From an optimization exercise on the open Yosys and OpenROAD flow, aimed at small area; shortcuts taken in it are not production practice. Where RTL was checked, it was by simulation tests only, not by an equivalence proof against the original. For runs 5 and 6, only the layout was checked, not whether the RTL still works. No activity file was given, so power comes from the tool's default toggle rates.

### flow/run.sh
#!/bin/bash
# synth_recipe.tcl (not shown) runs the flow's synth.tcl, then flattens the netlist and writes it again
# the make line also repeats each setting of config.mk as NAME=value (left out here)
make -C /OpenROAD-flow-scripts/flow DESIGN_CONFIG=/design/flow/config.mk WORK_HOME=/design/flow/orfs CLKGATE_MAP_FILE= SYNTH_SCRIPT=/design/flow/synth_recipe.tcl finish
### flow/config.mk
export PLATFORM = sky130hd
export DESIGN_NAME = podlink_rx
export DESIGN_NICKNAME = podlink_rx
export VERILOG_FILES = /design/flow/design.v
export SDC_FILE = /design/flow/constraint.sdc
export NUM_CORES = 4
export LEC_CHECK = 0
export CAP_MARGIN = 20
export CORE_MARGIN = 2
export CORE_UTILIZATION = 40
export PLACE_DENSITY = 0.6
export SLEW_MARGIN = 20
### flow/constraint.sdc
create_clock -name core_clock -period 8.0 [get_ports {clk}]
set_input_delay 1.6000 -clock core_clock [delete_from_list [all_inputs] [get_ports {clk}]]
set_output_delay 1.6000 -clock core_clock [all_outputs]
set_load 0.01 [all_outputs]
### flow/design.v
module podlink_rx (
    input  wire         clk,
    input  wire         rst,             
    input  wire         cfg_dir,         
    input  wire         cfg_side,        
    input  wire         bit_en,          
    input  wire         bit_in,          
    output reg  [1:0]   rx_state,        
    output reg          frame_valid,     
    output wire [11:0]  frame_seq,
    output wire [47:0]  frame_hdr,
    output wire [47:0]  frame_mid,
    output wire [127:0] frame_payload,
    output reg  [31:0]  bad_frames,
    output reg  [15:0]  degraded_count,
    output reg  [15:0]  hunt_count
);
    localparam [9:0]  SYNC     = 10'b11_0000_0101;
    localparam [10:0] SCR_SEED = 11'h7FF;      
    localparam [10:0] LF_T0    = 11'h199;      
    localparam [15:0] CRC_W    = 16'h0DAA;     
    localparam [15:0] CRC_S0   = 16'h447A;     
    localparam [1:0]  ST_HUNT  = 2'd0;
    localparam [1:0]  ST_GOOD  = 2'd1;
    localparam [1:0]  ST_DEGR  = 2'd2;
    localparam [1:0]  PH_SLIDE = 2'd0;         
    localparam [1:0]  PH_SYNC  = 2'd1;         
    localparam [1:0]  PH_DATA  = 2'd2;         
    localparam [1:0]  PH_FCS   = 2'd3;         
    reg          bd;             
    reg          bed;            
    reg  [1:0]   phase;
    reg  [10:0]  lf;             
    reg  [223:0] sr;             
    reg  [15:0]  crc;
    reg          sync_ok;        
    wire         locked  = (rx_state != ST_HUNT);
    wire         t9      = lf[7] & lf[9];
    wire         t233    = ~lf[0] & ~lf[1] & ~lf[2] & lf[9] & ~lf[10];
    wire         t249    = lf[2] & lf[8] & lf[10];
    wire         scr_key = lf[10] ^ lf[8];
    wire         dbit    = bd ^ (scr_key & (phase == PH_DATA));
    wire         match   = ({sr[8:0], bd} == SYNC);
    wire [15:0]  crc_n   = {crc[14:0], 1'b0} ^ (crc[15] ? 16'h1021 : 16'h0000)
                                             ^ (bd ? CRC_W : 16'h0000);
    wire         fe      = bed & (phase == PH_FCS) & t249;    
    always @(posedge clk) begin
        bd  <= bit_in;
        bed <= bit_en & ~rst;
        if (bed && phase != PH_FCS)
            sr <= {sr[222:0], dbit};
        if (phase[1]) begin
            if (bed)
                crc <= crc_n;
        end else begin
            crc <= CRC_S0;
        end
        if (bed && phase == PH_SYNC && t9)
            sync_ok <= match;
        if (rst || fe)
            lf <= LF_T0;
        else if (phase == PH_SLIDE)
            lf <= SCR_SEED;
        else if (bed)
            lf <= {lf[9:0], scr_key};
        if (rst) begin
            phase <= PH_SYNC;
        end else if (bed) begin
            case (phase)
                PH_SLIDE: if (match) phase <= PH_DATA;
                PH_SYNC:  if (t9) phase <= (locked || match) ? PH_DATA : PH_SLIDE;
                PH_DATA:  if (t233) phase <= PH_FCS;
                default:  if (t249) phase <= PH_SYNC;
            endcase
        end
    end
    reg  [11:0]  last_seq;       
    reg          cand_valid;
    reg  [3:0]   run;            
    reg          run_bad;        
    assign frame_seq     = last_seq;
    assign frame_hdr     = sr[223:176];
    assign frame_mid     = sr[175:128];
    assign frame_payload = sr[127:0];
    wire [3:0]   f_type  = sr[223:220];
    wire [3:0]   f_seqlo = sr[219:216];
    wire         f_type_ok = cfg_dir ? (f_type <= 4'd1) : (f_type <= 4'd5);
    wire         hdr_ok  = f_type_ok && (crc_n[15:12] == {cfg_dir, cfg_side, 2'b00}) &&
                           (crc_n[3:0] == f_seqlo);
    wire         seq_hi_ok = (crc_n[11:4] == last_seq[11:4] +
                                             {7'd0, (f_seqlo <= last_seq[3:0])});
    wire         seq_ok  = hdr_ok && seq_hi_ok;
    wire         good    = sync_ok && seq_ok;
    wire         confirm = cand_valid && seq_ok && (f_seqlo == last_seq[3:0] + 4'd1);
    wire [3:0]   bad_run  = run_bad ? run : 4'd0;
    wire [3:0]   good_run = run_bad ? 4'd0 : run;
    always @(posedge clk) begin
        if (rst) begin
            rx_state       <= ST_HUNT;
            frame_valid    <= 1'b0;
            bad_frames     <= 32'd0;
            degraded_count <= 16'd0;
            hunt_count     <= 16'd0;
            cand_valid     <= 1'b0;
        end else begin
            frame_valid <= 1'b0;
            if (bed && phase == PH_SYNC && t9 && !locked && !match)
                cand_valid <= 1'b0;
            if (fe) begin
                if (!locked || good)
                    last_seq <= crc_n[11:0];
                if (!locked) begin
                    cand_valid <= hdr_ok && !confirm;
                    if (confirm) begin
                        rx_state <= ST_GOOD;
                        run      <= 4'd0;
                        run_bad  <= 1'b0;
                    end
                end else if (good) begin
                    cand_valid  <= 1'b0;
                    frame_valid <= 1'b1;
                    run_bad     <= 1'b0;
                    if (rx_state == ST_DEGR) begin
                        if (good_run == 4'd15) begin
                            rx_state <= ST_GOOD;
                            run      <= 4'd0;
                        end else begin
                            run      <= good_run + 4'd1;
                        end
                    end else begin
                        run <= 4'd0;
                    end
                end else begin
                    cand_valid <= 1'b0;
                    if (bad_frames != 32'hFFFF_FFFF)
                        bad_frames <= bad_frames + 32'd1;
                    run_bad <= 1'b1;
                    if (bad_run == 4'd15) begin
                        rx_state <= ST_HUNT;
                        run      <= 4'd0;
                        if (hunt_count != 16'hFFFF)
                            hunt_count <= hunt_count + 16'd1;
                    end else begin
                        run <= bad_run + 4'd1;
                        if (rx_state == ST_GOOD && bad_run == 4'd2) begin
                            rx_state <= ST_DEGR;
                            if (degraded_count != 16'hFFFF)
                                degraded_count <= degraded_count + 16'd1;
                        end
                    end
                end
            end
        end
    end
endmodule
==> flow_summary.rst, run 1 <==
.. list-table::
   :header-rows: 1

   * - Metric
     - Value
   * - Period Utilization, post-route
     - approximately three fifths
   * - CP required
     - between 8000 and 9000 ps
   * - Power per Cell Area
     - approximately 210 nW/um2
   * - Sw Pwr
     - ~810 uW
   * - Hold Path Origin
     - sr[138]$_DFFE_PP_
   * - Number of port buffers
     - slightly above 300
   * - Initial cell density of the core
     - between 40% and 50%
   * - Tightest slew margin relative to the limit
     - between 30 and 40%
   * - Leading cell type in the layout, fill and taps excluded
     - sky130_fd_sc_hd__clkdlybuf4s50_1
   * - Yosys Warn Count
     - 1
   * - Global-route wire length before repair
     - 46.3 mm
   * - Post-synthesis async set-or-reset flop share
     - 0%
   * - Top achievable clock speed
     - 0.210 GHz
   * - Post-CTS setup buffer count
     - 0
   * - Total negative slack for setup checks
     - 0 ps
   * - Sequential fraction of design power
     - a little over half
   * - Total power draw
     - 3750 uW
   * - Final number of setup-violating endpoints
     - 0
   * - Average wire per standard cell
     - 18.0 um
   * - CTS root buffer
     - sky130_fd_sc_hd__clkbuf_16
   * - Part of the total power dissipated in combinational logic
     - under 10%
   * - Hold Path End
     - sr[139]$_DFFE_PP_
   * - Pin count of the biggest net entering global routing
     - between 200 and 250
   * - Largest cells by area after synthesis
     - sky130_fd_sc_hd__edfxtp_1 (56%), sky130_fd_sc_hd__dfxtp_1 (15%), sky130_fd_sc_hd__a21oi_1 (2.2%)
   * - Max Slew Vio Count
     - 0
   * - Core area
     - 32300 um2
   * - Number of hold buffers added after cts
     - 0
   * - Die outline area
     - around 34000 um2
   * - DRC violations left
     - 0
   * - Status
     - complete, no violations
   * - Slew at the pin closest to its max-slew limit
     - roughly 950 ps
   * - Weighted congestion reported at the end of routability-driven placement
     - between 0.7 and 0.8
   * - Cell taking the most area after synthesis
     - sky130_fd_sc_hd__edfxtp_1
   * - Post-Syn Area
     - ~13000 um2
   * - Number of global-route vias before repair
     - between 8000 and 9000
   * - Cell area reported after detailed placement
     - about 17000 um2
   * - Router iterations before antenna repair
     - 4
   * - Largest fanout on the critical path
     - 12
   * - Category of the worst setup path launch point
     - input pin
   * - Clk pin slew, worst setup/hold paths
     - 60 ps
   * - Share of total power consumed by net switching
     - approximately 22%
   * - Cell variety after synth
     - between 70 and 80
   * - Final HPWL from detailed placement
     - ~21 mm
   * - Detailed router's first-iteration violation count
     - between 500 and 600
   * - Overall die height
     - 184 um
   * - Total length of routed wires
     - 30.8 mm
   * - Worst flop-to-flop path startpoint
     - sr[217]$_DFFE_PP_
   * - Setup repair after global routing missed its margin
     - no
   * - Leak
     - a little over 0.006 uW
   * - Width of the die
     - around 180 um
   * - Setup slack of the most critical reg-to-reg path
     - about 3300 ps
   * - Share of layout cells above drive strength 1
     - between 5 and 6%
   * - CTS H-Tree Depth
     - 2
   * - Hold violation total from the final report
     - 0
   * - Total clock buffers created by CTS
     - 38
   * - Post-cts repair resize count
     - 0
   * - Buffer depth of the longest clock path
     - 3
   * - Share of the yosys chip area belonging to registers
     - 71.1%
   * - Mapped Avg Cell Area
     - approximately 14 um2
   * - Avg Vias per Cell
     - 5.04
   * - Number of nets still failing antenna checks after routing
     - 0
   * - Cell Int Power
     - around 3000 uW
   * - Total Nets Final
     - around 1300
   * - Data arrival time at the worst-slack endpoint
     - just under 5000 ps
   * - Final core area utilization
     - 54.7%
   * - Number of filler instances in the final layout
     - approximately 2700
   * - Seq cells post-synth
     - between 300 and 400
   * - FF-to-FF path depth
     - 15
   * - Sinks on the clock net
     - about 340
   * - Time the final worst path needs with I/O delays and setup
     - about 4800 ps
   * - Max-cap viol count
     - 0
   * - Aggregate global-route resource usage
     - around 18%
   * - Min-Delay Path Depth
     - 0
   * - Post-route cell area
     - about 18000 um2
   * - Top library cells by usage in the layout, fill and taps aside
     - sky130_fd_sc_hd__clkdlybuf4s50_1 (307), sky130_fd_sc_hd__edfxtp_1 (242), sky130_fd_sc_hd__dfxtp_1 (98)
   * - TritonCTS clock tree
     - done
   * - Count of flip-flops with a built-in enable after synthesis
     - 242
   * - Number of antenna cells inserted
     - 0
   * - Detailed-route via count
     - ~8600
   * - Area growth from synthesis to layout
     - 35.9%
   * - Class of the tightest hold or removal check
     - reg2reg
   * - Worst IR Drop VDD
     - between 150 and 200 uV
   * - Classification of the worst setup path
     - in2reg
   * - Clock Power Share
     - about 43%
   * - Synth Flop Type
     - sky130_fd_sc_hd__edfxtp_1
   * - Nets in the synthesized netlist
     - around 950
   * - Post-synth top area share
     - a little under three fifths
   * - Gr ovfl total
     - 0
   * - Ports placed on the boundary
     - between 300 and 400
   * - Initial antenna violation count
     - 0
   * - Worst flop-to-flop path endpoint
     - last_seq[2]$_DFFE_PP_
   * - Type of element capturing the critical path
     - flop
   * - Placement Rows
     - 66
   * - Clock Skew
     - 18.4 ps
   * - Clk Latency, worst-skew pair
     - approximately 530 ps
   * - Number of instances in the synthesized netlist
     - 926
final cells by class:
cell class,count,area (um2),area share [%]
clock buffers,55,1030,5.85
flip-flops and latches,341,9250,52.3
multi-input cells,520,3500,19.8
well taps,442,553,3.13
clock inverters,12,101,0.573
inverters,26,97.6,0.552
repair buffers,312,3140,17.8
logic make-up after synthesis:
kind of cell    count (synthesis)  share of synthesized area, %
buf+inv                        65                          2.18
fa+ha+maj                      14                          1.35
xor+xnor                       30                          2.59
simple gates                  283                          12.2
mux                            41                          3.30
flops                         341                          71.1
compound gates                152                          7.28
worst max-delay path by stage:
stage,to,startpoint,cells after the start
after global routing,last_seq[0]$_DFFE_PP_,sr[217]$_DFFE_PP_,15
after CTS,degraded_count[2]$_SDFFE_PP0P_,sr[217]$_DFFE_PP_,16
final,last_seq[2]$_DFFE_PP_,cfg_dir,8
after global placement,degraded_count[13]$_SDFFE_PP0P_,cfg_dir,9
after detailed placement,degraded_count[14]$_SDFFE_PP0P_,cfg_dir,9
after floorplan,sr[0]$_DFFE_PP_,phase[1]$_SDFFE_PP0P_,2
through the flow:
stage | worst slack [ps] | hold WS [ps] | cells
after detailed placement | 2630 | 430 | 1640
after floorplan | 455 | 441 | 926
after global routing | 2920 | 456 | 1708
after CTS | 3110 | 443 | 1707
after global placement | 2650 | 429 | 1640
final | 3240 | 442 | 1708
power groups by stage:
stage	sequential, uW	combinational, uW	clock (uW)
2_1_floorplan	2030	50.8	0
3_3_place_gp	2010	172	0
3_5_place_dp	2010	172	0
4_1_cts	1980	172	1650
5_1_grt	1980	181	1710
6_report	1980	171	1600
cell usage after synthesis, types with 10 or more instances:
| cell | instances |
|---|---|
| sky130_fd_sc_hd__nor3_1 | 10 |
| sky130_fd_sc_hd__clkbuf_1 | 25 |
| sky130_fd_sc_hd__or4_1 | 14 |
| sky130_fd_sc_hd__mux2_1 | 10 |
| sky130_fd_sc_hd__ha_1 | 14 |
| sky130_fd_sc_hd__edfxtp_1 | 242 |
| sky130_fd_sc_hd__dfxtp_1 | 99 |
| sky130_fd_sc_hd__inv_1 | 26 |
| sky130_fd_sc_hd__nand2b_1 | 10 |
| sky130_fd_sc_hd__and3_1 | 20 |
| sky130_fd_sc_hd__or3_1 | 34 |
| sky130_fd_sc_hd__xnor2_1 | 13 |
| sky130_fd_sc_hd__nand4_1 | 18 |
| sky130_fd_sc_hd__nand3_1 | 24 |
| sky130_fd_sc_hd__nor2_1 | 38 |
| sky130_fd_sc_hd__nor2b_1 | 26 |
| sky130_fd_sc_hd__o31ai_1 | 15 |
| sky130_fd_sc_hd__o21ai_0 | 38 |
| sky130_fd_sc_hd__nand2_1 | 45 |
| sky130_fd_sc_hd__mux2i_1 | 26 |
| sky130_fd_sc_hd__a21oi_1 | 58 |
| sky130_fd_sc_hd__xor2_1 | 11 |
state kept, by name, indices dropped and copies added, names as in the netlist, 2 cells and up:
name            cells
rx_state            2
hunt_count         16
degraded_count     16
lf                 11
crc                16
last_seq           12
sr                224
run                 4
phase               2
bad_frames         32
per-layer routing:
layer / global-route usage [%] / share of wire [%]
met1: 23.2 / 43
met2: 28.9 / 49
met3: 3.73 / 5.2
met4: 5.73 / 2.8
met5: 0 / 0
critical path, stage by stage:
cell,delay [ps]
sky130_fd_sc_hd__clkdlybuf4s50_1,470
sky130_fd_sc_hd__nor3b_1,180
sky130_fd_sc_hd__o22ai_1,110
sky130_fd_sc_hd__a211oi_1,620
sky130_fd_sc_hd__or4b_1,720
sky130_fd_sc_hd__nor2_2,350
sky130_fd_sc_hd__nor2_1,110
sky130_fd_sc_hd__nor3_2,730
==> inputs of run 2 (changes only) <==
--- a/flow/design.v
+++ b/flow/design.v
@@ -75,9 +75,9 @@
         end
     end
     reg  [11:0]  last_seq;       
-    reg          cand_valid;
     reg  [3:0]   run;            
     reg          run_bad;        
+    wire         cand_valid = run_bad;
     assign frame_seq     = last_seq;
     assign frame_hdr     = sr[223:176];
     assign frame_mid     = sr[175:128];
@@ -94,30 +94,52 @@
     wire         confirm = cand_valid && seq_ok && (f_seqlo == last_seq[3:0] + 4'd1);
     wire [3:0]   bad_run  = run_bad ? run : 4'd0;
     wire [3:0]   good_run = run_bad ? 4'd0 : run;
+    wire         judge_bad = fe && locked && !good;
+    wire         to_degr   = judge_bad && rx_state == ST_GOOD && bad_run == 4'd2;
+    wire         to_hunt   = judge_bad && bad_run == 4'd15;
+    wire [32:0]  bf_c;
+    wire [16:0]  dc_c;
+    wire [16:0]  hc_c;
+    assign bf_c[0] = judge_bad && !(&bad_frames);
+    assign dc_c[0] = to_degr && !(&degraded_count);
+    assign hc_c[0] = to_hunt && !(&hunt_count);
+    genvar gi;
+    generate
+        for (gi = 0; gi < 32; gi = gi + 1) begin : g_bf
+            if (gi == 15)
+                assign bf_c[gi+1] = bf_c[0] & (&bad_frames[15:0]);
+            else
+                assign bf_c[gi+1] = bf_c[gi] & bad_frames[gi];
+        end
+        for (gi = 0; gi < 16; gi = gi + 1) begin : g_dh
+            assign dc_c[gi+1] = dc_c[gi] & degraded_count[gi];
+            assign hc_c[gi+1] = hc_c[gi] & hunt_count[gi];
+        end
+    endgenerate
+    always @(posedge clk) begin
+        bad_frames     <= (bad_frames ^ bf_c[31:0]) & {32{~rst}};
+        degraded_count <= (degraded_count ^ dc_c[15:0]) & {16{~rst}};
+        hunt_count     <= (hunt_count ^ hc_c[15:0]) & {16{~rst}};
+    end
     always @(posedge clk) begin
         if (rst) begin
             rx_state       <= ST_HUNT;
             frame_valid    <= 1'b0;
-            bad_frames     <= 32'd0;
-            degraded_count <= 16'd0;
-            hunt_count     <= 16'd0;
-            cand_valid     <= 1'b0;
+            run_bad        <= 1'b0;
         end else begin
             frame_valid <= 1'b0;
             if (bed && phase == PH_SYNC && t9 && !locked && !match)
-                cand_valid <= 1'b0;
+                run_bad <= 1'b0;
             if (fe) begin
                 if (!locked || good)
                     last_seq <= crc_n[11:0];
                 if (!locked) begin
-                    cand_valid <= hdr_ok && !confirm;
+                    run_bad <= hdr_ok && !confirm;
                     if (confirm) begin
                         rx_state <= ST_GOOD;
                         run      <= 4'd0;
-                        run_bad  <= 1'b0;
                     end
                 end else if (good) begin
-                    cand_valid  <= 1'b0;
                     frame_valid <= 1'b1;
                     run_bad     <= 1'b0;
                     if (rx_state == ST_DEGR) begin
@@ -131,22 +153,15 @@
                         run <= 4'd0;
                     end
                 end else begin
-                    cand_valid <= 1'b0;
-                    if (bad_frames != 32'hFFFF_FFFF)
-                        bad_frames <= bad_frames + 32'd1;
-                    run_bad <= 1'b1;
                     if (bad_run == 4'd15) begin
                         rx_state <= ST_HUNT;
                         run      <= 4'd0;
-                        if (hunt_count != 16'hFFFF)
-                            hunt_count <= hunt_count + 16'd1;
+                        run_bad  <= 1'b0;
                     end else begin
-                        run <= bad_run + 4'd1;
-                        if (rx_state == ST_GOOD && bad_run == 4'd2) begin
+                        run      <= bad_run + 4'd1;
+                        run_bad  <= 1'b1;
+                        if (to_degr)
                             rx_state <= ST_DEGR;
-                            if (degraded_count != 16'hFFFF)
-                                degraded_count <= degraded_count + 16'd1;
-                        end
                     end
                 end
             end
==> flow/flow/run.sh (new file) <==
#!/bin/bash
# The standard ORFS layout (the standard.sh) with two changes:
#  - port buffers are buf_1 rather than the resizer's default pick
#  - clock tree built from clkbuf_16 with larger sink clusters, no dummy loads
# ORFS writes each step's full log under orfs/logs/; make's own output goes
# to flow_make.log in this folder.
set -euo pipefail
export BUFFER_PORTS_ARGS="-buffer_cell sky130_fd_sc_hd__buf_1"
export CTS_ARGS="-sink_clustering_enable -repair_clock_nets -dont_use_dummy_load -buf_list sky130_fd_sc_hd__clkbuf_16 -sink_clustering_size 20 -sink_clustering_max_diameter 60"
bash standard.sh finish > flow_make.log 2>&1
==> flow/standard.sh (new file) <==
#!/bin/bash
# synth_recipe.tcl (not shown) runs the flow's synth.tcl, then flattens the netlist and writes it again
# the make line also repeats each setting of config.mk as NAME=value (left out here)
make -C /OpenROAD-flow-scripts/flow DESIGN_CONFIG=/design/flow/config.mk WORK_HOME=/design/flow/orfs CLKGATE_MAP_FILE= SYNTH_SCRIPT=/design/flow/synth_recipe.tcl "${@:-finish}"
removed: flow/run.sh
==> flow_summary.rst, run 2 <==
.. list-table::
   :header-rows: 1

   * - Metric
     - Value
   * - TritonCTS clock tree
     - done
   * - Hold Path End
     - sr[102]$_DFFE_PP_
   * - Slew at the pin closest to its max-slew limit
     - 1000 ps (+54.4 ps)
   * - Final HPWL from detailed placement
     - 18.7 mm (-11%)
   * - Total length of routed wires
     - 26.3 mm (-15%)
   * - Worst flop-to-flop path endpoint
     - hunt_count[14]$_DFF_P_
   * - Number of instances in the synthesized netlist
     - 739 (-20%)
   * - Average wire per standard cell
     - 18.0 um (+0.15%)
   * - Minimum hold slack
     - 405 ps (-37.1 ps)
   * - Largest fanout on the critical path
     - 10 (-2)
   * - Share of the yosys chip area belonging to registers
     - 74.9% (+3.8 points)
   * - Final core area utilization
     - 48.2% (-6.5 points)
   * - Cell variety after synth
     - 51 (-28%)
   * - Number of global-route vias before repair
     - 6454 (-20%)
   * - Number of hold buffers added after cts
     - 0 (unchanged)
   * - Classification of the worst setup path
     - reg2reg
   * - Setup slack of the most critical reg-to-reg path
     - 1630 ps (-1620 ps)
   * - Synth Flop Type
     - sky130_fd_sc_hd__edfxtp_1
   * - DRC violations left
     - 0 (unchanged)
   * - Number of port buffers
     - 308 (unchanged)
   * - Largest cells by area after synthesis
     - sky130_fd_sc_hd__edfxtp_1 (59%), sky130_fd_sc_hd__dfxtp_1 (16%), sky130_fd_sc_hd__ha_1 (7.2%)
   * - Worst IR Drop VDD
     - 163 uV (-11%)
   * - Crit path top cell by count
     - sky130_fd_sc_hd__ha_1
   * - M1 WL
     - 11.2 mm (-16%)
   * - Total power draw
     - 3340 uW (-11%)
   * - Worst flop-to-flop path startpoint
     - sr[217]$_DFFE_PP_
   * - Mapped Avg Cell Area
     - 16.6 um2 (+18%)
   * - Type of element capturing the critical path
     - flop
   * - Sinks on the clock net
     - 340 (-0.29%)
   * - Avg Vias per Cell
     - 4.87 (-3.3%)
   * - Top achievable clock speed
     - 0.157 GHz (-25%)
   * - Top flop regs
     - sr: 224 flops, bad_frames: 32 flops
   * - Post-route cell area
     - 14700 um2 (-17%)
   * - Reg with most FFs
     - sr
   * - Clk pin slew, worst setup/hold paths
     - 80 ps (+20 ps)
   * - Power per Cell Area
     - 228 nW/um2 (+7.4%)
   * - CP required
     - 8380 ps (+240 ps)
   * - Post-CTS setup buffer count
     - 0 (unchanged)
   * - Largest stage delay, worst path
     - 480 ps (-250 ps)
   * - Time the final worst path needs with I/O delays and setup
     - 6370 ps (+1610 ps)
   * - Ports placed on the boundary
     - 309 (unchanged)
   * - Pin count of the biggest net entering global routing
     - 184 (-17%)
   * - Initial cell density of the core
     - 40.4% (+0.14 points)
   * - Share of layout cells above drive strength 1
     - 4.43% (-1.5 points)
   * - Overall die height
     - 179 um (-2.7%)
   * - Aggregate global-route resource usage
     - 15.3% (-2.3 points)
   * - CTS root buffer
     - sky130_fd_sc_hd__clkbuf_16
   * - Die outline area
     - 32200 um2 (-5.3%)
   * - Detailed route wirelength on metal2
     - 12.2 mm (-19%)
   * - Post-synth top area share
     - 58.8% (+3.0 points)
   * - Worst path slowest cell
     - sky130_fd_sc_hd__edfxtp_1
   * - Clk Latency, worst-skew pair
     - 560 ps (+30 ps)
   * - Final number of setup-violating endpoints
     - 0 (unchanged)
   * - Tightest slew margin relative to the limit
     - 33.2% (-3.3 points)
   * - Max Slew Vio Count
     - 0 (unchanged)
   * - Class of the tightest hold or removal check
     - reg2reg
   * - Buffer depth of the longest clock path
     - 3 (unchanged)
   * - Min-Delay Path Depth
     - 0 (unchanged)
   * - Weighted congestion reported at the end of routability-driven placement
     - 0.774 (-1.2%)
   * - Detailed router's first-iteration violation count
     - 499 (-9.9%)
   * - Setup repair after global routing missed its margin
     - no
   * - Number of filler instances in the final layout
     - 2695 (-0.41%)
   * - Most frequent cells after synthesis
     - sky130_fd_sc_hd__edfxtp_1 (241), sky130_fd_sc_hd__dfxtp_1 (99), sky130_fd_sc_hd__nor2b_1 (74)
   * - Hold violation total from the final report
     - 0 (unchanged)
   * - Placement Rows
     - 64 (-3.0%)
   * - Nets in the synthesized netlist
     - 816 (-14%)
   * - Width of the die
     - 179 um (-2.7%)
   * - Detailed-route via count
     - 7093 (-18%)
   * - Max-cap viol count
     - 0 (unchanged)
   * - Count of flip-flops with a built-in enable after synthesis
     - 241 (-0.41%)
   * - Top library cells by usage in the layout, fill and taps aside
     - sky130_fd_sc_hd__buf_1 (307), sky130_fd_sc_hd__edfxtp_1 (241), sky130_fd_sc_hd__dfxtp_1 (99)
   * - Most common cell in the netlist
     - sky130_fd_sc_hd__edfxtp_1
   * - Status
     - complete, no violations
   * - Category of the worst setup path launch point
     - flop
   * - Post-Syn Area
     - 12300 um2 (-5.4%)
   * - Leading cell type in the layout, fill and taps excluded
     - sky130_fd_sc_hd__buf_1
   * - Core area
     - 30400 um2 (-5.8%)
   * - Leak
     - 0.00533 uW (-12%)
   * - Data arrival time at the worst-slack endpoint
     - 6750 ps (+1850 ps)
   * - Area growth from synthesis to layout
     - 19.3%
   * - Wire length on met3
     - 2.26 mm (+41%)
   * - Post-synthesis async set-or-reset flop share
     - 0% (unchanged)
   * - Total clock buffers created by CTS
     - 30 (-21%)
   * - Cell area reported after detailed placement
     - 13900 um2 (-16%)
   * - Seq cells post-synth
     - 340 (-0.29%)
   * - CTS H-Tree Depth
     - 1 (-1)
   * - FF-to-FF path depth
     - 31 (+16)
   * - Yosys Warn Count
     - 1 (unchanged)
   * - Initial antenna violation count
     - 0 (unchanged)
   * - Global-route wire length before repair
     - 37.7 mm (-19%)
   * - Gr ovfl total
     - 0 (unchanged)
   * - Number of antenna cells inserted
     - 0 (unchanged)
   * - Total Nets Final
     - 1139 (-9.5%)
   * - Highest layer used for signal routing
     - met4
   * - Number of nets still failing antenna checks after routing
     - 0 (unchanged)
   * - Clock Skew
     - 55.4 ps (+37.0 ps)
   * - Post-cts repair resize count
     - 0 (unchanged)
   * - Total negative slack for setup checks
     - 0 ps (unchanged)
   * - Cell taking the most area after synthesis
     - sky130_fd_sc_hd__edfxtp_1
   * - Flip-flop count of the largest register after layout
     - 224 (unchanged)
   * - Period Utilization, post-route
     - 79.6% (+20 points)
   * - Router iterations before antenna repair
     - 4 (unchanged)
   * - Hold Path Origin
     - sr[101]$_DFFE_PP_
## run 2: cell count changes after synthesis, moves of 14 or more
| cell | previous run | this run |
|---|---|---|
| sky130_fd_sc_hd__and3_1 | 20 | 3 |
| sky130_fd_sc_hd__inv_1 | 26 | 11 |
| sky130_fd_sc_hd__ha_1 | 14 | 71 |
| sky130_fd_sc_hd__o21ai_0 | 38 | 11 |
| sky130_fd_sc_hd__o31ai_1 | 15 | 0 |
| sky130_fd_sc_hd__a21oi_1 | 58 | 14 |
| sky130_fd_sc_hd__or3_1 | 34 | 2 |
| sky130_fd_sc_hd__or4_1 | 14 | 0 |
| sky130_fd_sc_hd__nand2_1 | 45 | 29 |
| sky130_fd_sc_hd__nor2b_1 | 26 | 74 |
| sky130_fd_sc_hd__nor2_1 | 38 | 10 |
## run 2: how the worst max path moves through the flow
stage	start	to	slack [ps]	cells after the start
2_1_floorplan	bed$_DFF_P_	sr[0]$_DFFE_PP_	1320	3
3_3_place_gp	cfg_dir	hunt_count[14]$_DFF_P_	1600	24
3_5_place_dp	cfg_dir	bad_frames[14]$_DFF_P_	1540	24
4_1_cts	sr[217]$_DFFE_PP_	hunt_count[14]$_DFF_P_	1570	31
5_1_grt	sr[217]$_DFFE_PP_	bad_frames[15]$_DFF_P_	1100	32
6_report	sr[217]$_DFFE_PP_	hunt_count[14]$_DFF_P_	1630	31
## run 2: cell type report
type / count / area [um2] / area share (%)
sequential: 340 / 9220 / 62.8
tap: 396 / 495 / 3.38
clock buffer: 30 / 751 / 5.12
multi-input combinational: 368 / 2970 / 20.3
inverter: 11 / 41.3 / 0.281
timing repair buffer: 311 / 1190 / 8.13
## run 2: layer usage
layer	GRT usage [%]	up-vias
met5	0	-
met2	24.7	258
met1	20.5	3440
met4	4.00	0
met3	3.97	34
li1	-	3361
## run 2: critical path, delay by kind of cell (launching register included)
family | cells | cell delay [ps]
and+or+nand+nor | 9 | 1540
adders and majority gates | 18 | 3490
xor gates and xnor gates | 1 | 220
AOI/OAI and AO/OA | 3 | 470
DFF | 1 | 480
## run 2: metrics by stage
step | instances | worst slack, ps
2_1_floorplan | 739 | 1320
3_3_place_gp | 1426 | 1600
3_5_place_dp | 1426 | 1540
4_1_cts | 1456 | 1570
5_1_grt | 1456 | 1100
6_report | 1456 | 1630
## run 2: logic make-up after synthesis
| family | share of synthesized area (%) |
|---|---|
| compound gates | 2.55 |
| flops | 74.9 |
| buf+inv | 1.01 |
| simple gates | 9.17 |
| fa+ha+maj | 7.22 |
| xor+xnor | 3.22 |
| mux | 1.88 |
## run 2: report_power, final
part	internal [uW]	switching [uW]	leakage (uW)
clock network	653	568	0.000370
logic	39.2	93.0	0.00191
registers	1950	38.6	0.00305
==> inputs of run 3 (changes only) <==
==> flow/flow/run.sh (replaced) <==
#!/bin/bash
# The standard ORFS layout (the standard.sh) with two changes:
#  - port buffers are buf_1 rather than the resizer's default pick
#  - clock tree built from clkbuf_8 with small sink clusters, no dummy loads
# ORFS writes each step's full log under orfs/logs/; make's own output goes
# to flow_make.log in this folder.
set -euo pipefail
export BUFFER_PORTS_ARGS="-buffer_cell sky130_fd_sc_hd__buf_1"
export CTS_ARGS="-sink_clustering_enable -repair_clock_nets -dont_use_dummy_load -buf_list sky130_fd_sc_hd__clkbuf_8 -sink_clustering_size 12 -sink_clustering_max_diameter 50"
bash standard.sh finish > flow_make.log 2>&1
==> flow_summary.rst, run 3 <==
.. list-table::
   :header-rows: 1

   * - Metric
     - Value
   * - Status
     - complete, no violations
   * - Classification of the worst setup path
     - reg2reg
   * - Type of element capturing the critical path
     - flop
   * - Hold violation total from the final report
     - 0 (unchanged)
   * - Launching element of the worst setup path
     - sr[217]$_DFFE_PP_
   * - Avg Vias per Cell
     - 4.84 (-0.58%)
   * - Most common cell in the netlist
     - sky130_fd_sc_hd__edfxtp_1
   * - Total area of sequential cells
     - 9220 um2 (unchanged)
   * - Clock Power Share
     - 32.0% (-4.6 points)
   * - Minimum hold slack
     - 413 ps (+7.26 ps)
   * - Time the final worst path needs with I/O delays and setup
     - 6350 ps (-17.9 ps)
   * - Cell family with most CP delay
     - adder cells
   * - Flip-flop count of the largest register after layout
     - 224 (unchanged)
   * - Data arrival time at the worst-slack endpoint
     - 6730 ps (-20 ps)
   * - Initial antenna violation count
     - 0 (unchanged)
   * - Sinks on the clock net
     - 340 (unchanged)
   * - Average wire per standard cell
     - 18.0 um (about the same)
   * - Cell taking the most area after synthesis
     - sky130_fd_sc_hd__edfxtp_1
   * - Core area
     - 30400 um2 (unchanged)
   * - Share of the yosys chip area belonging to registers
     - 74.9% (unchanged)
   * - Ports placed on the boundary
     - 309 (unchanged)
   * - M1 WL
     - 11.2 mm (-0.67%)
   * - TritonCTS clock tree
     - done
   * - Top achievable clock speed
     - 0.158 GHz (+0.28%)
   * - Synth Flop Type
     - sky130_fd_sc_hd__edfxtp_1
   * - Largest cells by area after synthesis
     - sky130_fd_sc_hd__edfxtp_1 (59%), sky130_fd_sc_hd__dfxtp_1 (16%), sky130_fd_sc_hd__ha_1 (7.2%)
   * - Area growth from synthesis to layout
     - 17.6%
   * - Part of the total power dissipated in combinational logic
     - 4.2% (+0.2 points)
   * - Seq cells post-synth
     - 340 (unchanged)
   * - Max Slew Vio Count
     - 0 (unchanged)
   * - Leak
     - 0.00525 uW (-1.5%)
   * - Pin count of the biggest net entering global routing
     - 184 (unchanged)
   * - Number of global-route vias before repair
     - 6529 (+1.2%)
   * - Share of layout cells above drive strength 1
     - 5.33% (+0.89 points)
   * - Clk pin slew, worst setup/hold paths
     - 80 ps (about the same)
   * - Final number of setup-violating endpoints
     - 0 (unchanged)
   * - Nets in the synthesized netlist
     - 816 (unchanged)
   * - Router iterations before antenna repair
     - 4 (unchanged)
   * - Top flop regs
     - sr: 224 flops, bad_frames: 32 flops
   * - Worst flop-to-flop path startpoint
     - sr[217]$_DFFE_PP_
   * - Sequential fraction of design power
     - 63.7% (+4.2 points)
   * - Number of antenna cells inserted
     - 0 (unchanged)
   * - Placement Rows
     - 64 (unchanged)
   * - Number of instances in the synthesized netlist
     - 739 (unchanged)
   * - Cell Int Power
     - 2430 uW (-7.9%)
   * - Share of total power consumed by net switching
     - 22.0% (+1.0 points)
   * - Final HPWL from detailed placement
     - 18.7 mm (unchanged)
   * - Period Utilization, post-route
     - 79.4% (-0.22 points)
   * - Aggregate global-route resource usage
     - 15.5% (+0.22 points)
   * - Tightest slew margin relative to the limit
     - 33.6% (+0.38 points)
   * - CP bufs+invs
     - 0 (unchanged)
   * - Die outline area
     - 32200 um2 (unchanged)
   * - FF-to-FF path depth
     - 31 (unchanged)
   * - Detailed router's first-iteration violation count
     - 504 (+1.0%)
   * - Detailed route wirelength on metal2
     - 12.1 mm (-0.29%)
   * - CTS H-Tree Depth
     - 2 (+1)
   * - Wire length on met3
     - 2.59 mm (+14%)
   * - Post-synth top area share
     - 58.8% (unchanged)
   * - Total negative slack for setup checks
     - 0 ps (unchanged)
   * - Buffer depth of the longest clock path
     - 3 (unchanged)
   * - Slew at the pin closest to its max-slew limit
     - 996 ps (-5.64 ps)
   * - Setup repair after global routing missed its margin
     - no
   * - Total clock buffers created by CTS
     - 40 (+33%)
   * - Min-Delay Path Depth
     - 0 (unchanged)
   * - Power per Cell Area
     - 215 nW/um2 (-5.4%)
   * - Detailed-route via count
     - 7100 (+0.099%)
   * - Largest fanout on the critical path
     - 10 (unchanged)
   * - Multi-input gate area
     - 2970 um2 (unchanged)
   * - Count of flip-flops with a built-in enable after synthesis
     - 241 (unchanged)
   * - Post-CTS setup buffer count
     - 0 (unchanged)
   * - Number of nets still failing antenna checks after routing
     - 0 (unchanged)
   * - Total length of routed wires
     - 26.4 mm (+0.63%)
   * - Largest stage delay, worst path
     - 480 ps (about the same)
   * - Yosys Warn Count
     - 1 (unchanged)
   * - Worst path slowest cell
     - sky130_fd_sc_hd__edfxtp_1
   * - Clk Latency, worst-skew pair
     - 540 ps (-20 ps)
   * - Leading cell type in the layout, fill and taps excluded
     - sky130_fd_sc_hd__buf_1
   * - CTS root buffer
     - sky130_fd_sc_hd__clkbuf_8
   * - Max-cap viol count
     - 0 (unchanged)
   * - Weighted congestion reported at the end of routability-driven placement
     - 0.774 (unchanged)
   * - Initial cell density of the core
     - 40.4% (unchanged)
   * - Number of hold buffers added after cts
     - 0 (unchanged)
   * - Cell variety after synth
     - 51 (unchanged)
   * - Overall die height
     - 179 um (unchanged)
   * - Category of the worst setup path launch point
     - flop
   * - Number of port buffers
     - 308 (unchanged)
   * - Total Nets Final
     - 1149 (+0.88%)
   * - Post-synthesis async set-or-reset flop share
     - 0% (unchanged)
   * - Most frequent cells after synthesis
     - sky130_fd_sc_hd__edfxtp_1 (241), sky130_fd_sc_hd__dfxtp_1 (99), sky130_fd_sc_hd__nor2b_1 (74)
   * - Reg with most FFs
     - sr
   * - Post-Place Worst Slack
     - 1540 ps (unchanged)
   * - Width of the die
     - 179 um (unchanged)
   * - Post-cts repair resize count
     - 0 (unchanged)
   * - CP required
     - 8380 ps (about the same)
   * - Clock Skew
     - 68.7 ps (+13.2 ps)
   * - Top library cells by usage in the layout, fill and taps aside
     - sky130_fd_sc_hd__buf_1 (307), sky130_fd_sc_hd__edfxtp_1 (241), sky130_fd_sc_hd__dfxtp_1 (99)
   * - Crit path top cell by count
     - sky130_fd_sc_hd__ha_1
   * - DRC violations left
     - 0 (unchanged)
   * - Worst IR Drop VDD
     - 97.8 uV (-40%)
   * - Hold Path Origin
     - sr[15]$_DFFE_PP_
   * - Mapped Avg Cell Area
     - 16.6 um2 (unchanged)
   * - Gr ovfl total
     - 0 (unchanged)
   * - Global-route wire length before repair
     - 37.9 mm (+0.62%)
   * - Highest layer used for signal routing
     - met4
   * - Setup slack of the critical path after layout
     - 1650 ps (+17.9 ps)
   * - Number of filler instances in the final layout
     - 2720 (+0.93%)
   * - Post-Syn Area
     - 12300 um2 (unchanged)
   * - Class of the tightest hold or removal check
     - reg2reg
   * - Worst path depth
     - 31 (unchanged)
   * - Sw Pwr
     - 685 uW (-2.1%)
run 3: cell types whose count changed in the layout (fill, tap and decap cells not counted), sizes merged:
| cell | change |
|---|---|
| clkbuf | +10 |
run 3: area by class of cell:
cell class | count | area share, %
Timing Repair Buffer | 311 | 8.24
Tap cell | 396 | 3.42
Multi-Input combinational cell | 368 | 20.5
Clock buffer | 40 | 3.80
Sequential cell | 340 | 63.7
Inverter | 11 | 0.285
run 3: power groups by stage:
stage / clock network (uW) / registers (uW) / logic [uW]
2_1_floorplan: 0 / 2050 / 60.8
3_3_place_gp: 0 / 2020 / 135
3_5_place_dp: 0 / 2020 / 136
4_1_cts: 1040 / 1990 / 136
5_1_grt: 1110 / 1990 / 146
6_report: 998 / 1990 / 132
run 3: stage by stage:
| step | instances | power (uW) | utilization (%) | instance area (um2) |
|---|---|---|---|---|
| floorplan | 739 | 2110 | - | 12300 |
| global placement | 1426 | 2160 | 45.7 | 13900 |
| detailed placement | 1426 | 2160 | 45.7 | 13900 |
| CTS | 1466 | 3170 | 47.5 | 14500 |
| global route | 1466 | 3250 | 47.6 | 14500 |
| finish | 1466 | 3120 | 47.6 | 14500 |
run 3: kinds of logic (layout without fill, tap and decap cells):
kind of cell             Yosys count  count (layout)  synth area share [%]
flip-flops                       340             340                  74.9
AND/OR/NAND/NOR                  192             192                  9.17
adder cells (fa/ha/maj)           71              71                  7.22
AO/OA/AOI/OAI                     46              46                  2.55
XOR/XNOR                          36              36                  3.22
buffers and inverters             31             362                  1.01
multiplexers                      23              23                  1.88
run 3: worst paths after layout:
kind / to / slack, ps
hold reg to reg: sr[16]$_DFFE_PP_ / 410
setup / recovery: bad_frames[30]$_DFF_P_ / 1650
setup reg to reg: bad_frames[30]$_DFF_P_ / 1650
hold / removal: sr[16]$_DFFE_PP_ / 410
run 3: layer usage:
layer  vias up  track usage, %
li1       3372               -
met1      3415            20.3
met2       270            24.7
met3        43            4.98
met4         0            4.40
met5         -               0
==> inputs of run 4 (changes only) <==
--- a/flow/flow/run.sh
+++ b/flow/flow/run.sh
@@ -6,5 +6,5 @@
 # to flow_make.log in this folder.
 set -euo pipefail
 export BUFFER_PORTS_ARGS="-buffer_cell sky130_fd_sc_hd__buf_1"
-export CTS_ARGS="-sink_clustering_enable -repair_clock_nets -dont_use_dummy_load -buf_list sky130_fd_sc_hd__clkbuf_8 -sink_clustering_size 12 -sink_clustering_max_diameter 50"
+export CTS_ARGS="-sink_clustering_enable -repair_clock_nets -dont_use_dummy_load -buf_list sky130_fd_sc_hd__clkbuf_8 -sink_clustering_size 14 -sink_clustering_max_diameter 200"
 bash standard.sh finish > flow_make.log 2>&1
==> flow_summary.rst, run 4 <==
.. list-table::
   :header-rows: 1

   * - Metric
     - Value
   * - Sinks on the clock net
     - 340 (unchanged)
   * - Most frequent cells after synthesis
     - sky130_fd_sc_hd__edfxtp_1 (241), sky130_fd_sc_hd__dfxtp_1 (99), sky130_fd_sc_hd__nor2b_1 (74)
   * - Final number of setup-violating endpoints
     - 0 (unchanged)
   * - Share of the yosys chip area belonging to registers
     - 74.9% (unchanged)
   * - Clock Skew
     - 108 ps (+39.1 ps)
   * - Reg with most FFs
     - sr
   * - Top library cells by usage in the layout, fill and taps aside
     - sky130_fd_sc_hd__buf_1 (307), sky130_fd_sc_hd__edfxtp_1 (241), sky130_fd_sc_hd__dfxtp_1 (99)
   * - Sw Pwr
     - 657 uW (-4.1%)
   * - Nets in the synthesized netlist
     - 816 (unchanged)
   * - Flip-flop count of the largest register after layout
     - 224 (unchanged)
   * - Most common cell in the netlist
     - sky130_fd_sc_hd__edfxtp_1
   * - Largest cells by area after synthesis
     - sky130_fd_sc_hd__edfxtp_1 (59%), sky130_fd_sc_hd__dfxtp_1 (16%), sky130_fd_sc_hd__ha_1 (7.2%)
   * - Initial cell density of the core
     - 40.4% (unchanged)
   * - Max Slew Vio Count
     - 0 (unchanged)
   * - Proportion of synthesized area in mux cells
     - 1.88% (unchanged)
   * - Total negative slack for setup checks
     - 0 ps (unchanged)
   * - Hold violation total from the final report
     - 0 (unchanged)
   * - Post-synth top area share
     - 58.8% (unchanged)
   * - Number of global-route vias before repair
     - 6424 (-1.6%)
   * - Synth Area in Simple Gates
     - 9.17% (unchanged)
   * - Clk pin slew, worst setup/hold paths
     - 90 ps (about the same)
   * - Number of hold buffers added after cts
     - 0 (unchanged)
   * - Cell taking the most area after synthesis
     - sky130_fd_sc_hd__edfxtp_1
   * - Post-route cell area
     - 14300 um2 (-1.1%)
   * - Total Nets Final
     - 1137 (-1.0%)
   * - Cell area reported after detailed placement
     - 13900 um2 (unchanged)
   * - Initial antenna violation count
     - 0 (unchanged)
   * - Share of layout cells above drive strength 1
     - 4.25% (-1.1 points)
   * - Adder-cell share of the synthesized area
     - 7.22% (unchanged)
   * - Type of element capturing the critical path
     - flop
   * - Global-route wire length before repair
     - 37.7 mm (-0.65%)
   * - Worst IR Drop VDD
     - 90.8 uV (-7.2%)
   * - Max-cap viol count
     - 0 (unchanged)
   * - Total clock buffers created by CTS
     - 28 (-30%)
   * - Setup slack of the critical path after layout
     - 1610 ps (-38.4 ps)
   * - Crit path top cell by count
     - sky130_fd_sc_hd__ha_1
   * - Clock Power Share
     - 28.3% (-3.7 points)
   * - Placement Rows
     - 64 (unchanged)
   * - Cell family with most CP delay
     - adder cells
   * - Cell Int Power
     - 2300 uW (-5.5%)
   * - Slew at the pin closest to its max-slew limit
     - 1010 ps (+11.6 ps)
   * - Largest stage delay, worst path
     - 490 ps (about the same)
   * - Number of port buffers
     - 308 (unchanged)
   * - Cell variety after synth
     - 51 (unchanged)
   * - Synthesized-area fraction occupied by xor and xnor cells
     - 3.22% (unchanged)
   * - Area growth from synthesis to layout
     - 16.3%
   * - Time the final worst path needs with I/O delays and setup
     - 6390 ps (+38.4 ps)
   * - DRC violations left
     - 0 (unchanged)
   * - Final core area utilization
     - 47.0% (-0.54 points)
   * - Number of instances in the synthesized netlist
     - 739 (unchanged)
   * - Aggregate global-route resource usage
     - 15.3% (-0.20 points)
   * - Mapped Avg Cell Area
     - 16.6 um2 (unchanged)
   * - TritonCTS clock tree
     - done
   * - Post-CTS setup buffer count
     - 0 (unchanged)
   * - Part of the total power dissipated in combinational logic
     - 4.5% (+0.3 points)
   * - Final HPWL from detailed placement
     - 18.7 mm (unchanged)
   * - CTS H-Tree Depth
     - 1 (-1)
   * - CP bufs+invs
     - 0 (unchanged)
   * - Die outline area
     - 32200 um2 (unchanged)
   * - Power per Cell Area
     - 206 nW/um2 (-4.1%)
   * - Total length of routed wires
     - 26.3 mm (-0.41%)
   * - Setup repair after global routing missed its margin
     - no
   * - Period Utilization, post-route
     - 79.8% (+0.48 points)
   * - Yosys Warn Count
     - 1 (unchanged)
   * - Width of the die
     - 179 um (unchanged)
   * - Clk Latency, worst-skew pair
     - 610 ps (+70 ps)
   * - Seq cells post-synth
     - 340 (unchanged)
   * - Combinational family with the most area after synthesis
     - simple AND/OR/NAND/NOR gates
   * - Class of the tightest hold or removal check
     - reg2reg
   * - Average wire per standard cell
     - 18.1 um (+0.41%)
   * - Classification of the worst setup path
     - reg2reg
   * - Pin count of the biggest net entering global routing
     - 184 (unchanged)
   * - Synth Flop Type
     - sky130_fd_sc_hd__edfxtp_1
   * - Sequential fraction of design power
     - 67.2% (+3.5 points)
   * - Post-Place Worst Slack
     - 1540 ps (unchanged)
   * - CTS root buffer
     - sky130_fd_sc_hd__clkbuf_8
   * - Gr ovfl total
     - 0 (unchanged)
   * - Category of the worst setup path launch point
     - flop
   * - Router iterations before antenna repair
     - 5 (+1)
   * - Data arrival time at the worst-slack endpoint
     - 6800 ps (+70 ps)
   * - Largest fanout on the critical path
     - 10 (unchanged)
   * - Leak
     - 0.00516 uW (-1.6%)
   * - Weighted congestion reported at the end of routability-driven placement
     - 0.774 (unchanged)
   * - Non-Filler Instances
     - 1454 (-0.82%)
   * - Top flop regs
     - sr: 224 flops, bad_frames: 32 flops
   * - CP required
     - 8410 ps (+30 ps)
   * - Number of antenna cells inserted
     - 0 (unchanged)
   * - Core area
     - 30400 um2 (unchanged)
   * - Post-synthesis async set-or-reset flop share
     - 0% (unchanged)
   * - # placed instances
     - 1426 (unchanged)
   * - Post-Syn Area
     - 12300 um2 (unchanged)
   * - Detailed-route via count
     - 7019 (-1.1%)
   * - Leading cell type in the layout, fill and taps excluded
     - sky130_fd_sc_hd__buf_1
   * - Post-cts repair resize count
     - 0 (unchanged)
   * - Count of flip-flops with a built-in enable after synthesis
     - 241 (unchanged)
   * - Status
     - complete, no violations
   * - Compound-gate portion of the synthesized area
     - 2.55% (unchanged)
   * - Number of nets still failing antenna checks after routing
     - 0 (unchanged)
   * - Buffer depth of the longest clock path
     - 3 (unchanged)
   * - Detailed router's first-iteration violation count
     - 510 (+1.2%)
   * - Avg Vias per Cell
     - 4.83 (-0.32%)
   * - Worst path slowest cell
     - sky130_fd_sc_hd__edfxtp_1
   * - Overall die height
     - 179 um (unchanged)
   * - Ports placed on the boundary
     - 309 (unchanged)
   * - Tightest slew margin relative to the limit
     - 32.9% (-0.77 points)
   * - Share of total power consumed by net switching
     - 22.2% (+0.25 points)
   * - Top achievable clock speed
     - 0.157 GHz (-0.60%)
-- run 4: cell count changes in the layout (fill, tap and decap cells not counted), sizes merged --
| cell | previous run | this run |
|---|---|---|
| clkbuf | 41 | 29 |
-- run 4: worst reg2reg max path: cells and delay by family (launching register included) --
kind            cells  cell delay [ps]
xor+xnor            1              220
simple gates        8             1460
compound gates      4              540
flops               1              490
fa+ha+maj          18             3510
-- run 4: worst paths after layout --
kind	from	to	slack (ps)	cells past startpoint
setup / recovery	sr[217]$_DFFE_PP_	bad_frames[14]$_DFF_P_	1610	31
hold / removal	sr[15]$_DFFE_PP_	sr[16]$_DFFE_PP_	400	0
setup reg to reg	sr[217]$_DFFE_PP_	bad_frames[14]$_DFF_P_	1610	31
hold reg to reg	sr[15]$_DFFE_PP_	sr[16]$_DFFE_PP_	400	0
-- run 4: cells by family (layout without fill, tap and decap cells) --
logic type / count (synthesis) / in the layout
buf+inv: 31 / 350
compound gates: 46 / 46
xor+xnor: 36 / 36
mux: 23 / 23
flops: 340 / 340
simple gates: 192 / 192
fa+ha+maj: 71 / 71
-- run 4: area by class of cell --
cell class	instances	area, um2
Clock buffer	28	385
Inverter	11	41.3
Timing Repair Buffer	311	1190
Sequential cell	340	9220
Fill cell	2737	16100
Tap cell	396	495
Multi-Input combinational cell	368	2970
-- run 4: power groups by stage --
| stage | Combinational [uW] | Clock [uW] | Sequential, uW |
|---|---|---|---|
| 2_1_floorplan | 60.8 | 0 | 2050 |
| 3_3_place_gp | 135 | 0 | 2020 |
| 3_5_place_dp | 136 | 0 | 2020 |
| 4_1_cts | 136 | 885 | 1990 |
| 5_1_grt | 146 | 937 | 1990 |
| 6_report | 132 | 836 | 1980 |
-- run 4: routing by layer --
layer	global-route usage [%]	vias up	wire (um)
met4	3.93	0	572
met3	4.11	34	2430
li1	-	3340	-
met5	0	-	0
met2	25.0	254	12100
met1	20.3	3391	11200
-- run 4: metrics by stage --
stage | hold slack (ps) | power [uW]
finish | 396 | 2950
global route | 396 | 3080
CTS | 389 | 3010
detailed placement | 432 | 2160
global placement | 429 | 2160
floorplan | 441 | 2110
==> inputs of run 5 (changes only) <==
--- a/flow/design.v
+++ b/flow/design.v
@@ -16,15 +16,13 @@
     output reg  [15:0]  hunt_count
 );
     localparam [9:0]  SYNC     = 10'b11_0000_0101;
-    localparam [10:0] SCR_SEED = 11'h7FF;      
     localparam [10:0] LF_T0    = 11'h199;      
     localparam [15:0] CRC_W    = 16'h0DAA;     
     localparam [15:0] CRC_S0   = 16'h447A;     
     localparam [1:0]  ST_HUNT  = 2'd0;
     localparam [1:0]  ST_GOOD  = 2'd1;
     localparam [1:0]  ST_DEGR  = 2'd2;
-    localparam [1:0]  PH_SLIDE = 2'd0;         
-    localparam [1:0]  PH_SYNC  = 2'd1;         
+    localparam [1:0]  PH_SYNC  = 2'd0;         
     localparam [1:0]  PH_DATA  = 2'd2;         
     localparam [1:0]  PH_FCS   = 2'd3;         
     reg          bd;             
@@ -44,6 +42,7 @@
     wire [15:0]  crc_n   = {crc[14:0], 1'b0} ^ (crc[15] ? 16'h1021 : 16'h0000)
                                              ^ (bd ? CRC_W : 16'h0000);
     wire         fe      = bed & (phase == PH_FCS) & t249;    
+    wire         hold9   = (phase == PH_SYNC) & t9 & !locked & !match;
     always @(posedge clk) begin
         bd  <= bit_in;
         bed <= bit_en & ~rst;
@@ -59,18 +58,16 @@
             sync_ok <= match;
         if (rst || fe)
             lf <= LF_T0;
-        else if (phase == PH_SLIDE)
-            lf <= SCR_SEED;
-        else if (bed)
+        else if (bed && !hold9)
             lf <= {lf[9:0], scr_key};
         if (rst) begin
             phase <= PH_SYNC;
         end else if (bed) begin
             case (phase)
-                PH_SLIDE: if (match) phase <= PH_DATA;
-                PH_SYNC:  if (t9) phase <= (locked || match) ? PH_DATA : PH_SLIDE;
+                PH_SYNC:  if (t9 && (locked || match)) phase <= PH_DATA;
                 PH_DATA:  if (t233) phase <= PH_FCS;
-                default:  if (t249) phase <= PH_SYNC;
+                PH_FCS:   if (t249) phase <= PH_SYNC;
+                default:  ;
             endcase
         end
     end
==> flow_summary.rst, run 5 <==
.. list-table::
   :header-rows: 1

   * - Metric
     - Value
   * - Area growth from synthesis to layout
     - 16.4%
   * - Classification of the worst setup path
     - reg2reg
   * - Hold violation total from the final report
     - 0 (unchanged)
   * - Cell variety after synth
     - 57 (+12%)
   * - Hold Path Origin
     - sr[21]$_DFFE_PP_
   * - Cell taking the most area after synthesis
     - sky130_fd_sc_hd__edfxtp_1
   * - Number of port buffers
     - 308 (unchanged)
   * - Power per Cell Area
     - 203 nW/um2 (-1.8%)
   * - Final number of setup-violating endpoints
     - 0 (unchanged)
   * - Non-Filler Instances
     - 1455 (+0.069%)
   * - Largest cells by area after synthesis
     - sky130_fd_sc_hd__edfxtp_1 (59%), sky130_fd_sc_hd__dfxtp_1 (16%), sky130_fd_sc_hd__ha_1 (7.2%)
   * - CTS H-Tree Depth
     - 1 (unchanged)
   * - Number of antenna cells inserted
     - 0 (unchanged)
   * - Total length of routed wires
     - 26.1 mm (-0.75%)
   * - Number of global-route vias before repair
     - 6894 (+7.3%)
   * - Initial cell density of the core
     - 40.5% (+0.062 points)
   * - Total Nets Final
     - 1138 (+0.088%)
   * - Post-Place Worst Slack
     - 1630 ps (+97.2 ps)
   * - Detailed-route via count
     - 7132 (+1.6%)
   * - Synth Flop Type
     - sky130_fd_sc_hd__edfxtp_1
   * - Setup repair after global routing missed its margin
     - no
   * - Category of the worst setup path launch point
     - flop
   * - Setup slack of the critical path after layout
     - 1710 ps (+96.7 ps)
   * - Nets in the synthesized netlist
     - 815 (-0.12%)
   * - CP required
     - 8440 ps (+30 ps)
   * - Post-route cell area
     - 14300 um2 (+0.25%)
   * - Aggregate global-route resource usage
     - 15.5% (+0.28 points)
   * - Worst IR Drop VDD
     - 115 uV (+27%)
   * - Number of instances in the synthesized netlist
     - 738 (-0.14%)
   * - Cell area reported after detailed placement
     - 14000 um2 (+0.31%)
   * - Placement Rows
     - 64 (unchanged)
   * - Most frequent cells after synthesis
     - sky130_fd_sc_hd__edfxtp_1 (241), sky130_fd_sc_hd__dfxtp_1 (99), sky130_fd_sc_hd__ha_1 (71), sky130_fd_sc_hd__nor2b_1 (71), sky130_fd_sc_hd__mux2i_1 (25)
   * - Total clock buffers created by CTS
     - 28 (unchanged)
   * - Count of flip-flops with a built-in enable after synthesis
     - 241 (unchanged)
   * - Max-cap viol count
     - 0 (unchanged)
   * - Total negative slack for setup checks
     - 0 ps (unchanged)
   * - Share of the yosys chip area belonging to registers
     - 74.8% (-0.11 points)
   * - Tightest slew margin relative to the limit
     - 34.3% (+1.5 points)
   * - Post-CTS setup buffer count
     - 0 (unchanged)
   * - Clk Latency, worst-skew pair
     - 580 ps (-30 ps)
   * - Post-synthesis async set-or-reset flop share
     - 0% (unchanged)
   * - Buffer depth of the longest clock path
     - 3 (unchanged)
   * - Max Slew Vio Count
     - 0 (unchanged)
   * - Slew at the pin closest to its max-slew limit
     - 985 ps (-22.2 ps)
   * - Post-synth top area share
     - 58.7% (-0.090 points)
   * - Data arrival time at the worst-slack endpoint
     - 6730 ps (-70 ps)
   * - Final HPWL from detailed placement
     - 18.1 mm (-2.9%)
   * - Gr ovfl total
     - 0 (unchanged)
   * - Avg Vias per Cell
     - 4.90 (+1.5%)
   * - Seq cells post-synth
     - 340 (unchanged)
   * - Average wire per standard cell
     - 18.0 um (-0.82%)
   * - Weighted congestion reported at the end of routability-driven placement
     - 0.785 (+1.3%)
   * - Reg with most FFs
     - sr
   * - Crit path top cell by count
     - sky130_fd_sc_hd__ha_1
   * - Sinks on the clock net
     - 340 (unchanged)
   * - Mapped Avg Cell Area
     - 16.7 um2 (+0.29%)
   * - Top achievable clock speed
     - 0.159 GHz (+1.5%)
   * - Router iterations before antenna repair
     - 4 (-1)
   * - Number of nets still failing antenna checks after routing
     - 0 (unchanged)
   * - Launching element of the worst setup path
     - sr[217]$_DFFE_PP_
   * - Period Utilization, post-route
     - 78.6% (-1.2 points)
   * - Overall die height
     - 180 um (about the same)
   * - Flip-flop count of the largest register after layout
     - 224 (unchanged)
   * - Post-Syn Area
     - 12300 um2 (+0.15%)
   * - Clock Skew
     - 50.3 ps (-57.5 ps)
   * - Post-cts repair resize count
     - 0 (unchanged)
   * - Ports placed on the boundary
     - 309 (unchanged)
   * - Share of layout cells above drive strength 1
     - 4.44% (+0.18 points)
   * - Top flop regs
     - sr: 224 flops, bad_frames: 32 flops
   * - Top library cells by usage in the layout, fill and taps aside
     - sky130_fd_sc_hd__buf_1 (307), sky130_fd_sc_hd__edfxtp_1 (241), sky130_fd_sc_hd__dfxtp_1 (99)
   * - Status
     - complete, no violations
   * - Number of hold buffers added after cts
     - 0 (unchanged)
   * - TritonCTS clock tree
     - done
   * - Worst path slowest cell
     - sky130_fd_sc_hd__edfxtp_1
   * - Leak
     - 0.00521 uW (+0.91%)
   * - DRC violations left
     - 0 (unchanged)
   * - Largest fanout on the critical path
     - 7 (-3)
   * - Worst flop-to-flop path startpoint
     - sr[217]$_DFFE_PP_
   * - Die outline area
     - 32200 um2 (+0.15%)
   * - # placed instances
     - 1427 (+0.070%)
   * - Core area
     - 30400 um2 (unchanged)
   * - Pin count of the biggest net entering global routing
     - 186 (+1.1%)
   * - Number of filler instances in the final layout
     - 2793 (+2.0%)
   * - Largest stage delay, worst path
     - 490 ps (about the same)
   * - Leading cell type in the layout, fill and taps excluded
     - sky130_fd_sc_hd__buf_1
   * - Global-route wire length before repair
     - 40.2 mm (+6.7%)
   * - Time the final worst path needs with I/O delays and setup
     - 6290 ps (-96.7 ps)
   * - Width of the die
     - 180 um (about the same)
   * - Detailed router's first-iteration violation count
     - 357 (-30%)
   * - Clk pin slew, worst setup/hold paths
     - 90 ps (about the same)
   * - Most common cell in the netlist
     - sky130_fd_sc_hd__edfxtp_1
   * - Minimum hold slack
     - 451 ps (+54.9 ps)
   * - CTS root buffer
     - sky130_fd_sc_hd__clkbuf_8
   * - Setup slack of the most critical reg-to-reg path
     - 1710 ps (+100 ps)
   * - Type of element capturing the critical path
     - flop
   * - Yosys Warn Count
     - 1 (unchanged)
   * - Initial antenna violation count
     - 0 (unchanged)
   * - Class of the tightest hold or removal check
     - reg2reg
==> run 5: worst paths after layout <==
path	end	cells after the start
setup / recovery	bad_frames[30]$_DFF_P_	31
setup reg to reg	bad_frames[30]$_DFF_P_	31
hold reg to reg	sr[22]$_DFFE_PP_	0
hold / removal	sr[22]$_DFFE_PP_	0
==> run 5: power by group <==
group | internal (uW) | switching, uW | leakage [uW]
clock network | 311 | 522 | 0.000201
registers | 1930 | 29.1 | 0.00305
logic | 31.4 | 80.8 | 0.00196
total | 2280 | 631 | 0.00521
==> run 5: per-stage QoR <==
stage	utilization (%)	power [uW]
global placement	45.8	2110
global route	47.1	3030
finish	47.1	2910
detailed placement	45.9	2120
CTS	47.1	2960
floorplan	-	2070
==> run 5: critical path, delay by kind of cell, from the launching register on <==
family | cells | cell delay (ps)
adder cells (fa/ha/maj) | 18 | 3550
AO/OA/AOI/OAI | 4 | 650
XOR/XNOR | 1 | 170
flip-flops | 1 | 490
AND/OR/NAND/NOR | 8 | 1310
==> run 5: final cells by class <==
type / instances / area, um2 / area share, %
sequential: 340 / 9220 / 64.3
clock buffer: 28 / 385 / 2.69
multi-input combinational: 367 / 3000 / 20.9
tap: 396 / 495 / 3.45
timing repair buffer: 313 / 1210 / 8.42
inverter: 11 / 41.3 / 0.288
==> run 5: logic make-up (layout without fill, tap and decap cells) <==
logic type	after synthesis	in the layout	synth area share, %
multiplexers	25	25	2.03
adder cells (fa/ha/maj)	71	71	7.21
flip-flops	340	340	74.8
AO/OA/AOI/OAI	47	47	2.89
XOR/XNOR	34	34	3.01
AND/OR/NAND/NOR	190	190	8.94
buffers and inverters	31	352	1.10
==> run 5: layer usage <==
layer,wire (um),track usage [%],vias up
met1,11800,21.3,3475
met5,0,0,-
met2,11600,24.2,254
li1,-,-,3365
met3,1960,4.46,38
met4,750,4.59,0
==> inputs of run 6 (changes only) <==
==> flow/flow/run.sh (replaced) <==
#!/bin/bash
# The standard ORFS layout (the standard.sh) with two changes:
#  - port buffers are buf_1 rather than the resizer's default pick
#  - clock tree built from clkbuf_4 with small sink clusters, no dummy loads
# ORFS writes each step's full log under orfs/logs/; make's own output goes
# to flow_make.log in this folder.
set -euo pipefail
export BUFFER_PORTS_ARGS="-buffer_cell sky130_fd_sc_hd__buf_1"
export CTS_ARGS="-sink_clustering_enable -repair_clock_nets -dont_use_dummy_load -buf_list sky130_fd_sc_hd__clkbuf_4 -sink_clustering_size 8 -sink_clustering_max_diameter 200"
bash standard.sh finish > flow_make.log 2>&1
==> flow_summary.rst, run 6 <==
.. list-table::
   :header-rows: 1

   * - Metric
     - Value
   * - CP bufs+invs
     - 0 (unchanged)
   * - Largest fanout on the critical path
     - 7 (unchanged)
   * - Sinks on the clock net
     - 340 (unchanged)
   * - Top achievable clock speed
     - 0.159 GHz (-0.15%)
   * - Classification of the worst setup path
     - reg2reg
   * - Cell family with most CP delay
     - adder cells
   * - Largest stage delay, worst path
     - 490 ps (about the same)
   * - Number of hold buffers added after cts
     - 0 (unchanged)
   * - Hold violation total from the final report
     - 0 (unchanged)
   * - Total clock buffers created by CTS
     - 48 (+71%)
   * - Total length of routed wires
     - 26.4 mm (+1.0%)
   * - DRC violations left
     - 0 (unchanged)
   * - Total negative slack for setup checks
     - 0 ps (unchanged)
   * - Seq cells post-synth
     - 340 (unchanged)
   * - Global-route wire length before repair
     - 40.9 mm (+1.7%)
   * - Hold Path Origin
     - sr[155]$_DFFE_PP_
   * - Number of instances in the synthesized netlist
     - 738 (unchanged)
   * - Post-synth top area share
     - 58.7% (unchanged)
   * - Tightest slew margin relative to the limit
     - 33.4% (-0.91 points)
   * - Status
     - complete, no violations
   * - # placed instances
     - 1427 (unchanged)
   * - TritonCTS clock tree
     - done
   * - Avg Vias per Cell
     - 4.92 (+0.43%)
   * - Placement Rows
     - 64 (unchanged)
   * - Clk pin slew, worst setup/hold paths
     - 90 ps (about the same)
   * - Clk Latency, worst-skew pair
     - 650 ps (+70 ps)
   * - Crit path top cell by count
     - sky130_fd_sc_hd__ha_1
   * - Core area
     - 30400 um2 (unchanged)
   * - Multi-input gate area
     - 3000 um2 (unchanged)
   * - Reg with most FFs
     - sr
   * - Initial cell density of the core
     - 40.5% (unchanged)
   * - Die outline area
     - 32200 um2 (unchanged)
   * - CTS root buffer
     - sky130_fd_sc_hd__clkbuf_4
   * - Leading cell type in the layout, fill and taps excluded
     - sky130_fd_sc_hd__buf_1
   * - Yosys Warn Count
     - 1 (unchanged)
   * - FF-to-FF path depth
     - 31 (unchanged)
   * - Worst flop-to-flop path endpoint
     - bad_frames[30]$_DFF_P_
   * - Worst IR Drop VDD
     - 102 uV (-11%)
   * - Gr ovfl total
     - 0 (unchanged)
   * - Setup repair after global routing missed its margin
     - no
   * - Largest cells by area after synthesis
     - sky130_fd_sc_hd__edfxtp_1 (59%), sky130_fd_sc_hd__dfxtp_1 (16%), sky130_fd_sc_hd__ha_1 (7.2%)
   * - Nets in the synthesized netlist
     - 815 (unchanged)
   * - Router iterations before antenna repair
     - 4 (unchanged)
   * - Average wire per standard cell
     - 17.9 um (-0.43%)
   * - Post-Syn Area
     - 12300 um2 (unchanged)
   * - Cell taking the most area after synthesis
     - sky130_fd_sc_hd__edfxtp_1
   * - Top library cells by usage in the layout, fill and taps aside
     - sky130_fd_sc_hd__buf_1 (307), sky130_fd_sc_hd__edfxtp_1 (241), sky130_fd_sc_hd__dfxtp_1 (99)
   * - Worst path slowest cell
     - sky130_fd_sc_hd__edfxtp_1
   * - CTS H-Tree Depth
     - 2 (+1)
## run 6: how the worst max path moves through the flow
stage,slack [ps],end,startpoint,depth (start not counted)
2_1_floorplan,440,sr[0]$_DFFE_PP_,phase[1]$_SDFFE_PP0P_,2
3_3_place_gp,1780,bad_frames[31]$_DFF_P_,cfg_side,25
3_5_place_dp,1630,hunt_count[14]$_DFF_P_,cfg_dir,24
4_1_cts,1720,bad_frames[30]$_DFF_P_,sr[217]$_DFFE_PP_,31
5_1_grt,1230,hunt_count[15]$_DFF_P_,last_seq[1]$_DFFE_PP_,33
6_report,1700,bad_frames[30]$_DFF_P_,sr[217]$_DFFE_PP_,31
## run 6: cell type report
class                      count  area share [%]
sequential                   340            64.4
multi-input combinational    367            20.9
timing repair buffer         313            8.43
tap                          396            3.46
clock buffer                  48            2.52
inverter                      11           0.288
antenna                        1          0.0175
## run 6: through the flow
stage | setup WS, ps | instance area, um2 | hold WS [ps] | power, uW
global placement | 1780 | 13900 | 428 | 2110
global route | 1230 | 14300 | 438 | 3030
detailed placement | 1630 | 14000 | 430 | 2120
finish | 1700 | 14300 | 437 | 2900
floorplan | 443 | 12300 | 403 | 2070
CTS | 1720 | 14300 | 416 | 2950
## run 6: kinds of logic after synthesis
group / count (synthesis) / synth area share, %
adder cells (fa/ha/maj): 71 / 7.21
AO/OA/AOI/OAI: 47 / 2.89
XOR/XNOR: 34 / 3.01
multiplexers: 25 / 2.03
AND/OR/NAND/NOR: 190 / 8.94
flip-flops: 340 / 74.8
buffers and inverters: 31 / 1.10
## run 6: worst reg2reg max path: cells and delay by family, from the launching register on
family / cells / cell delay, ps
AND/OR/NAND/NOR: 8 / 1320
XOR/XNOR: 2 / 390
adder cells (fa/ha/maj): 18 / 3550
AO/OA/AOI/OAI: 3 / 420
flip-flops: 1 / 490
## run 6: per-layer routing
layer / global-route usage, % / wire [um] / vias up
met2: 24.1 / 11600 / 274
met1: 21.5 / 11900 / 3513
met5: 0 / 0 / -
met3: 5.09 / 2110 / 61
met4: 5.85 / 782 / 0
li1: - / - / 3418
## run 6: where the power goes
group	internal [uW]	switching [uW]	total [uW]
Sequential	1930	29.2	1960
Clock	276	547	823
Combinational	31.4	80.6	112

Setup slack of run 6, layout unchanged: 1.700 ns with ideal ports, 1.700 ns with driving cells assumed (clock clkbuf_16, inputs buf_2), 1.610 ns with port delays also shifted by the 0.682 ns mid clock arrival.
